What follows belongs to an exercise in optimizing a design on an open flow for small area and a short achievable clock period; a production flow would make more cautious choices. No activity file was given, so power comes from the tool's default toggle rates.

==> inputs of v34 <==
Design arb_res, start of the top module:
module arb_res (
    input  wire        clk,
    input  wire        rst,
    input  wire        tick_i,
    input  wire        pause_i,
    input  wire        cmd_valid_i,
    input  wire        cmd_op_i,
    input  wire [5:0]  cmd_id_i,
    input  wire [15:0] cmd_lst_i,
    input  wire        cmd_nodl_i,
    input  wire        cmd_lock_i,
    input  wire        unlock_i,
    output wire        gnt_valid_o,
    output wire [5:0]  gnt_id_o,
    output wire        gnt_lock_o,
    output wire        gnt_miss_o,
    output wire [15:0] gnt_slack_o,
    output wire        locked_o,
    output wire        lock_over_o,
    output wire        lock_reject_o,
    output wire        rewrite_o,
    output wire [6:0]  sat_cnt_o,
    output wire [6:0]  shift_cnt_o,
    output wire [5:0]  ptr_o,
    output wire [15:0] now_o
);
    localparam N = 64;
    localparam W = 17;                    
    reg [N-1:0]  v_q;                     
    reg [N-1:0]  s_q;                     
    reg [N-1:0]  nb_q;                    
    reg [15:0]   kb_q [0:N-1];            
    reg [3:0]    lk_q;                    
    reg [15:0]   now_q;
    reg [5:0]    ptr_q;
    reg          lock_act_q;
    reg [4:0]    lock_beat_q;             
    reg [6:0]    nv_q;                    
    reg [6:0]    sat_cnt_q;
    reg [6:0]    shift_cnt_q;
    wire cmd_new = cmd_valid_i & ~cmd_op_i;
    wire cmd_rw  = cmd_valid_i &  cmd_op_i;
    wire dt      = tick_i & ~pause_i;     
    localparam WL = W + 1;                
    wire [N-1:0] lob;                     
    genvar i;
    generate
        for (i = 0; i < N; i = i + 1) begin : g_lo
            assign lob[i] = (i >= ptr_q);
        end
    endgenerate
    wire [16*WL-1:0] l1_z;  wire [15:0] l1_any, l1_tie;  wire [63:0] l1_sel;  wire [31:0] l1_idx;
    wire [4*WL-1:0]  l2_z;  wire [3:0]  l2_any, l2_tie;  wire [15:0] l2_sel;  wire [7:0]  l2_idx;
  ...
clock: 48.0 ns
lec_check: 0
cap_margin: 20
core_margin: 2
core_utilization: 55
cts_cluster_diameter: 80
cts_cluster_size: 24
slew_margin: 20
synth_hierarchical: 1
standard.sh (not shown) runs the stock make flow with config.mk's settings and CLKGATE_MAP_FILE= SYNTH_SCRIPT=/design/flow/synth_recipe.tcl, a recipe that flattens the netlist after the stock synthesis.
==> flow/flow/run.sh <==
#!/bin/bash
# Layout flow: the standard ORFS flow (standard.sh) with two changes.
#  1. Synthesis maps the logic with our own ABC scripts instead of ORFS's:
#     the small modules named in flow/speed_modules.txt with abc_speed.script
#     (ORFS's own speed script), everything else with abc_area.script. It is
#     otherwise the standard synthesis (synth_recipe.tcl, with the
#     settings of config.mk), so the registers keep their names and cells.
#  2. Timing repair aims at the setup slack margin in flow/margin.txt (ns), so
#     that the critical paths are sized for a shorter period than the 48 ns
#     clock. The constraints (clock, I/O delays, loads) are the standard flow's.
# Each tool's output goes to synth.log / layout.log here, and ORFS's own logs
# under orfs/logs.
set -euo pipefail
W=$(pwd)
F=$W/flow
G=$W/flow_gen
mkdir -p "$G"
MARGIN=$(tr -d ' \n' < "$F/margin.txt")
SPEED=$(tr '\n' ' ' < "$F/speed_modules.txt")

sed "s|log_cmd abc {\*}\$abc_args|log_cmd abc -script $F/abc_speed.script {*}[lrange \$abc_args 2 end] $SPEED\n  log_cmd abc -script $F/abc_area.script {*}[lrange \$abc_args 2 end]|" \
    "$FLOW_HOME/scripts/synth.tcl" > "$G/synth.tcl"
grep -q "abc -script $F/abc_area.script" "$G/synth.tcl"
sed "s|source \$::env(SCRIPTS_DIR)/synth.tcl|source $G/synth.tcl|" synth_recipe.tcl > "$G/synth_recipe.tcl"
grep -q "source $G/synth.tcl" "$G/synth_recipe.tcl"

make -C "$FLOW_HOME" DESIGN_CONFIG="$W/config.mk" WORK_HOME="$W/orfs" CLKGATE_MAP_FILE= \
    SYNTH_SCRIPT="$G/synth_recipe.tcl" synth > "$W/synth.log" 2>&1

sed "s|\"\${@:-finish}\"|SETUP_SLACK_MARGIN=$MARGIN \"\${@:-finish}\"|" standard.sh > "$G/standard.sh"
grep -q "SETUP_SLACK_MARGIN=$MARGIN" "$G/standard.sh"
bash "$G/standard.sh" > "$W/layout.log" 2>&1
==> flow/flow/abc_area.script <==
&get -n
&st
&dch -f
&nf -R 1000
&put
==> flow/flow/abc_speed.script <==
&get -n
&st
&dch
&nf
&st
&syn2
&if -g -K 6
&synch2
&nf
&st
&syn2
&if -g -K 6
&synch2
&nf
&st
&syn2
&if -g -K 6
&synch2
&nf
&st
&syn2
&if -g -K 6
&synch2
&nf
&st
&syn2
&if -g -K 6
&synch2
&nf
&put
buffer -c
topo
stime -c
upsize -c
dnsize -c
==> flow/flow/margin.txt <==
25
==> flow/flow/speed_modules.txt <==
arb_ksub
arb_kcmp
==> v24 (differences from v34) <==
--- a/flow/design.v
+++ b/flow/design.v
@@ -73,72 +73,71 @@
         .z(l3_z), .any(l3_any), .sel(l3_sel), .idx(l3_idx), .tie(l3_tie));
     wire [N-1:0] sel;                     
     generate
         for (i = 0; i < N; i = i + 1) begin : g_sel
             assign sel[i] = l1_sel[i] & l2_sel[i/4] & l3_sel[i/16];
         end
     endgenerate
-    reg  [5:0]  ids;
-    integer q;
-    always @* begin
-        ids = 6'd0;
-        for (q = 0; q < 4; q = q + 1)
-            ids = ids | (l3_sel[q] ? {q[1:0], l2_idx[2*q +: 2], 2'b00} : 6'd0);
-        for (q = 0; q < 16; q = q + 1)
-            ids = ids | ((l3_sel[q/4] & l2_sel[q]) ? {4'b0000, l1_idx[2*q +: 2]} : 6'd0);
-    end
+    wire [N-1:0] pre;                     
+    wire [N-1:0] hit;                     
+    wire        c_ge_p = cmd_id_i >= ptr_q;
+    generate
+        for (i = 0; i < N; i = i + 1) begin : g_pre
+            wire lt_c = (i < cmd_id_i);
+            assign pre[i] = c_ge_p ? (lob[i] & lt_c) : (lob[i] | lt_c);
+            assign hit[i] = (cmd_id_i == i);
+        end
+    endgenerate
+    wire [15:0] preg, hitg;
+    wire [15:0] idh;
+    wire [3:0]  preh, hith;
+    generate
+        for (i = 0; i < 16; i = i + 1) begin : g_g
+            assign preg[i] = |(l1_sel[4*i +: 4] & pre[4*i +: 4]);
+            assign hitg[i] = |(l1_sel[4*i +: 4] & hit[4*i +: 4]);
+        end
+        for (i = 0; i < 4; i = i + 1) begin : g_h
+            assign preh[i] = |(l2_sel[4*i +: 4] & preg[4*i +: 4]);
+            assign hith[i] = |(l2_sel[4*i +: 4] & hitg[4*i +: 4]);
+            assign idh[4*i +: 4] = {l2_idx[2*i +: 2],
+                (l2_sel[4*i]   ? l1_idx[8*i +: 2]   : 2'b00) | (l2_sel[4*i+1] ? l1_idx[8*i+2 +: 2] : 2'b00) |
+                (l2_sel[4*i+2] ? l1_idx[8*i+4 +: 2] : 2'b00) | (l2_sel[4*i+3] ? l1_idx[8*i+6 +: 2] : 2'b00)};
+        end
+    endgenerate
+    wire lkh = l2_sel[11] & |(l1_sel[47:44] & lk_q);     
     wire [W-1:0] l3_min = ~l3_z[WL-1:1];
     wire        ties = l3_tie;
     integer k;
     wire        new_v  = cmd_new & ~v_q[cmd_id_i];
     wire [15:0] kc;
     arb_ksub u_ksub (.lst(cmd_lst_i), .now(now_q), .kc(kc));
     wire        n_lt, n_eq;
     arb_kcmp u_kcmp (.a({1'b0, cmd_nodl_i, kc}), .b({~l3_any, l3_min}), .lt(n_lt), .eq(n_eq));
-    wire [N-1:0] pre;
-    wire        c_ge_p = cmd_id_i >= ptr_q;
-    generate
-        for (i = 0; i < N; i = i + 1) begin : g_pre
-            wire lt_c = (i < cmd_id_i);
-            assign pre[i] = c_ge_p ? (lob[i] & lt_c) : (lob[i] | lt_c);
-        end
-    endgenerate
-    wire        n_first = ~|(sel & pre);
-    wire        new_w  = new_v & (n_lt | (n_eq & n_first));
-    wire        tie    = new_v ? (n_eq | (~n_lt & ties)) : ties;
     wire lock_end = lock_act_q & (lock_beat_q == 5'd31);
     wire held     = lock_act_q & ~lock_end;
     wire free     = ~pause_i & ~held;
-    wire        lk_ok  = cmd_id_i[5:2] == 4'b1011;
-    wire [15:0] kw     = new_w ? kc : l3_min[15:0];
-    wire        nw     = new_w ? cmd_nodl_i : l3_min[16];
-    wire        lkw    = new_w ? (cmd_lock_i & lk_ok)
-                               : |(sel[47:44] & lk_q);
+    wire lk_ok    = cmd_id_i[5:2] == 4'b1011;
+    wire new_w, tie;
+    wire rw_v = cmd_rw & v_q[cmd_id_i];
+    arb_out u_out (.new_v(new_v), .n_lt(n_lt), .n_eq(n_eq), .ties(ties), .l3_sel(l3_sel),
+        .preh(preh), .hith(hith), .idh(idh), .lkh(lkh), .rw_v(rw_v), .free_any(free & l3_any),
+        .kc(kc), .mn(l3_min), .cmd_id(cmd_id_i), .cmd_nodl(cmd_nodl_i),
+        .lock_n(cmd_lock_i & lk_ok), .new_w(new_w), .tie(tie), .gnt_id(gnt_id_o),
+        .gnt_lock(gnt_lock_o), .gnt_slack(gnt_slack_o), .gnt_miss(gnt_miss_o),
+        .rewrite(rewrite_o));
     assign gnt_valid_o = free & (new_v | l3_any);
-    assign gnt_id_o    = new_w ? cmd_id_i : ids;
-    assign gnt_lock_o  = lkw;
-    assign gnt_slack_o = kw ^ 16'h8000;
-    assign gnt_miss_o  = ~nw & ~kw[15];
     assign locked_o      = held;
     assign lock_over_o   = lock_end;
     assign ptr_o         = ptr_q;
     assign now_o         = now_q;
     assign lock_reject_o = new_v & cmd_lock_i & ~lk_ok;
     assign sat_cnt_o     = sat_cnt_q;
     assign shift_cnt_o   = shift_cnt_q;
     wire gs_any = gnt_valid_o & ~new_w;           
     wire gn     = gnt_valid_o &  new_w;           
-    wire [N-1:0] hit;
-    generate
-        for (i = 0; i < N; i = i + 1) begin : g_hit
-            assign hit[i] = (cmd_id_i == i);
-        end
-    endgenerate
-    wire rw_v   = cmd_rw & v_q[cmd_id_i];
-    assign rewrite_o = rw_v & ~(gs_any & |(sel & hit));
     wire [15:0] kc_t  = dt ? kc - 16'd1 : kc;
     wire        sat_c = tick_i & ~kc_t[15] & (~kc_t[14] | (kc_t[13:0] == 14'd0));
     wire [15:0] kc_st = sat_c ? 16'd0 : kc_t;
     wire [N-1:0] chk;                     
     wire new_st = new_v & ~gn;            
     generate
         for (i = 0; i < N; i = i + 1) begin : g_slot
@@ -159,15 +158,15 @@
                 s_q[i] <= s_nx;
             end
         end
     endgenerate
     wire [6:0] chk_cnt;
     arb_popcount u_pc (.x(chk), .n(chk_cnt));
     wire chk_g   = gs_any & |(sel & chk);
-    wire cmd_sat = sat_c & (new_st | (rw_v & ~s_q[cmd_id_i] & ~(gs_any & |(sel & hit))));
+    wire cmd_sat = sat_c & (new_st | (rw_v & ~s_q[cmd_id_i] & ~(gs_any & |(l3_sel & hith))));
     wire [6:0] sat_cnt = chk_cnt - {6'd0, chk_g} + {6'd0, cmd_sat};
     wire [6:0] nv_nx = nv_q + {6'd0, new_st} - {6'd0, gs_any};
     always @(posedge clk) begin
         if (new_st & lk_ok)
             lk_q[cmd_id_i[1:0]] <= cmd_lock_i;
     end
     always @(posedge clk) begin
@@ -251,14 +250,54 @@
     input  wire [17:0] b,
     output wire        lt,
     output wire        eq
 );
     assign lt = a < b;
     assign eq = a == b;
 endmodule
+module arb_out (
+    input  wire        new_v,
+    input  wire        n_lt,                
+    input  wire        n_eq,                
+    input  wire        ties,                
+    input  wire [3:0]  l3_sel,
+    input  wire [3:0]  preh,
+    input  wire [3:0]  hith,
+    input  wire [15:0] idh,
+    input  wire        lkh,                 
+    input  wire        rw_v,                
+    input  wire        free_any,
+    input  wire [15:0] kc,
+    input  wire [16:0] mn,                  
+    input  wire [5:0]  cmd_id,
+    input  wire        cmd_nodl,
+    input  wire        lock_n,
+    output wire        new_w,
+    output wire        tie,
+    output wire [5:0]  gnt_id,
+    output wire        gnt_lock,
+    output wire [15:0] gnt_slack,
+    output wire        gnt_miss,
+    output wire        rewrite
+);
+    wire       n_first = ~|(l3_sel & preh);     
+    wire       lock_s  = l3_sel[2] & lkh;
+    wire [3:0] idl     = (l3_sel[0] ? idh[3:0]   : 4'd0) | (l3_sel[1] ? idh[7:4]   : 4'd0) |
+                         (l3_sel[2] ? idh[11:8]  : 4'd0) | (l3_sel[3] ? idh[15:12] : 4'd0);
+    wire [5:0] ids     = {l3_sel[3] | l3_sel[2], l3_sel[3] | l3_sel[1], idl};
+    assign rewrite = rw_v & ~(free_any & |(l3_sel & hith));
+    assign new_w = new_v & (n_lt | (n_eq & n_first));
+    assign tie   = new_v ? (n_eq | (~n_lt & ties)) : ties;
+    wire [15:0] kw = new_w ? kc : mn[15:0];
+    wire        nw = new_w ? cmd_nodl : mn[16];
+    assign gnt_id    = new_w ? cmd_id : ids;
+    assign gnt_lock  = new_w ? lock_n : lock_s;
+    assign gnt_slack = kw ^ 16'h8000;
+    assign gnt_miss  = ~nw & ~kw[15];
+endmodule
 module arb_popcount (
     input  wire [63:0] x,
     output reg  [6:0]  n
 );
     integer i;
     always @* begin
         n = 7'd0;
==> flow/flow/margin.txt (replaced) <==
22
==> flow/flow/speed_modules.txt (replaced) <==
arb_ksub
arb_kcmp
arb_out
CORE_UTILIZATION = 70   (was 55)
==> impl_metrics.yaml <==
setup_path:
  r2r_start: "v_q[63]"
  cp.depth: 52
finish:
  drive_gt1_share_pct: 5.57
cts:
  clock_latency_ns: 0.76
floorplan:
  core_area_sq_um: 131000
run_status:
  status: "finished clean"
power:
  netSwitchingPower_uw: 2140
(the above is from v24)
==> impl_metrics.yaml <==
setup_path:
  cp.depth: 62
finish:
  drive_gt1_share_pct: 17.2
floorplan:
  core_area_sq_um: 167000
run_status:
  status: "finished clean"
(the above is from v34)
No run of this note included a check of the RTL's function; only the layout flow was run.

-- port drivers added, routing unchanged --
Ports are ideal in the flow. The routed layouts listed here were re-timed in OpenROAD.
Step 1: set_driving_cell puts a clkbuf_16 on clk and a buf_2 on each other input, an assumption about the parent block.
Step 2 also shifts input and output timing later by t, the mid clock arrival at the registers, as if the neighbouring blocks saw the same clock.
Slacks: ideal / step 1 / step 2; pairs: ideal / step 1.
| run | shift t [ns] | setup slack, ns | cell pins on the clock port's net |
|---|---|---|---|
| v34 | 0.893 | 23.913 / 23.818 / 24.399 | 1 |
| v24 | 0.823 | 21.969 / 21.885 / 22.556 | 1 |
After both steps setup and hold are still met in every run listed.
